Background: an optimization exercise with open tools, aiming at small area and a short achievable clock period. Do not read the settings as production practice. The RTL was checked by simulation tests, not by an equivalence proof against the original design.

## convout4
module convout4 (
    input  wire         clk,
    input  wire         rst,           
    input  wire         in_valid,
    input  wire [7:0]   in_fmt,
    input  wire [2:0]   in_round,
    input  wire         in_sat,
    input  wire         in_internal,
    input  wire [127:0] in_x,          
    input  wire         seed_load,
    input  wire [31:0]  seed,
    output reg          out_valid,
    output reg  [127:0] out_y,
    output reg  [3:0]   out_sat,
    output reg  [3:0]   out_nan,
    output reg  [3:0]   out_inf,
    output reg  [31:0]  lfsr_state
);
    localparam LANES = 4;
    wire [31:0] g = lfsr_state;
    wire [63:0] b, e;
    assign e[0] = g[0];
    assign e[1] = g[1];
    assign e[2] = g[2];
    assign e[3] = g[3];
    assign e[4] = g[4];
    assign e[5] = g[5];
    assign e[6] = g[6];
    assign e[7] = g[7];
    assign e[8] = g[8];
    assign e[9] = g[9];
    assign e[10] = g[10];
    assign e[11] = g[11];
    assign e[12] = g[12];
    assign e[13] = g[13];
    assign e[14] = g[14];
    assign e[15] = g[15];
    assign e[16] = g[16];
    assign e[17] = g[17];
    assign e[18] = g[18];
    assign e[19] = g[19];
    assign e[20] = g[20];
  ...
For scale: about 6800 cells after synthesis, roughly 350 I/O pins.
==> flow/config.mk <==
export PLATFORM = sky130hd
export DESIGN_NAME = convout4
export DESIGN_NICKNAME = convout4
export VERILOG_FILES = /design/flow/design.v
export SDC_FILE = /design/flow/constraint.sdc
export NUM_CORES = 8
export LEC_CHECK = 0
export ABC_AREA = 1
export CAP_MARGIN = 20
export CORE_MARGIN = 2
export CORE_UTILIZATION = 40
export SETUP_SLACK_MARGIN = 1.5
export SLEW_MARGIN = 20
export SYNTH_MEMORY_MAX_BITS = 16384
==> flow/constraint.sdc <==
create_clock -name core_clock -period 32.0 [get_ports {clk}]
set_input_delay 6.4000 -clock core_clock [delete_from_list [all_inputs] [get_ports {clk}]]
set_output_delay 6.4000 -clock core_clock [all_outputs]
set_load 0.01 [all_outputs]
standard.sh (not shown) runs the stock make flow with config.mk's settings and CLKGATE_MAP_FILE= SYNTH_SCRIPT=/design/flow/synth_recipe.tcl, a recipe that flattens the netlist after the stock synthesis.
==> flow/flow/run.sh <==
#!/bin/bash
# The standard layout (standard.sh) with two changes to how it is made:
#  - synthesis is the standard one (synth_recipe.tcl, ORFS synth.tcl) except
#    that ABC maps the logic with flow/abc.script, an area-oriented script
#    (registers, their names and cells are untouched: ABC sees only the
#    combinational logic);
#  - the timing repair aims at a shorter cycle (larger setup margin), repairs
#    only the worst few percent of endpoints, may change a cell's footprint,
#    and the ports are buffered with buf_2 instead of the default delay buffer.
# The clock, its period and the constraints are the design's. make's full
# output goes to make_finish.log here; ORFS keeps each step's log in orfs/logs.
set -euo pipefail
W=$PWD
export MY_ABC_SCRIPT=$W/flow/abc.script
sed 's#source \$::env(SCRIPTS_DIR)/synth_preamble.tcl#&\nset abc_args [lreplace $abc_args 1 1 $::env(MY_ABC_SCRIPT)]#' \
  "$FLOW_HOME/scripts/synth.tcl" > $W/synth_mod.tcl
grep -q MY_ABC_SCRIPT $W/synth_mod.tcl
sed "s#source \$::env(SCRIPTS_DIR)/synth.tcl#source $W/synth_mod.tcl#" $W/synth_recipe.tcl > $W/synth_recipe_mod.tcl
grep -q synth_mod.tcl $W/synth_recipe_mod.tcl
bash standard.sh SYNTH_SCRIPT=$W/synth_recipe_mod.tcl SETUP_SLACK_MARGIN=${MARGIN:-24.45} TNS_END_PERCENT=5 \
  MATCH_CELL_FOOTPRINT=0 "BUFFER_PORTS_ARGS=-buffer_cell sky130_fd_sc_hd__buf_2" finish > make_finish.log 2>&1
==> flow/flow/abc.script <==
strash
dch
amap
topo
stime -c
buffer -c
upsize -c
dnsize -c
The baseline went through all stages and came out clean.
Rerun with:
==> flow/flow/run.sh (replaced) <==
#!/bin/bash
set -euo pipefail
bash standard.sh SETUP_SLACK_MARGIN=${MARGIN:-25} TNS_END_PERCENT=5 MATCH_CELL_FOOTPRINT=0 \
  "BUFFER_PORTS_ARGS=-buffer_cell sky130_fd_sc_hd__buf_2" finish > make_finish.log 2>&1
- CORE_UTILIZATION: 40 -> 55
removed: flow/flow/abc.script
Result: Synthesized area came out higher by about 9%. First-iteration DRC count rose by about 9%. Final area grows by 2.5%. Die area fell by 21%. Worst setup slack gets better by 0.11 ns. Non-clock buffer count decreases by 110. Sequential cell count stays the same. Core utilization grows by 14 points. Synthesized cell count came out higher by 19%.

==> afterwards: timing with drivers on the ports <==
In the flow no input, the clock included, has a driving cell. The finished layouts below were timed again as built, in two steps.
Step 1 assumes that a clkbuf_16 drives the clock port and a buf_2 every other input.
Step 2 also shifts input and output timing later by t, the mid clock arrival at the registers, as if the neighbouring blocks saw the same clock.
Three values: ideal, step 1, step 2; two values: the first two.
run	shift t [ns]	setup WS [ns]	hold WS [ns]
the first run	0.771	24.329 / 24.252 / 23.731	0.325 / 0.325 / 0.325
the second run	0.750	24.441 / 24.366 / 23.928	0.340 / 0.340 / 0.340
After both steps setup and hold are still met in every run listed. The setup slack of the first run, which loses most, moves by -0.077 ns with the drivers and by -0.598 ns with both steps.
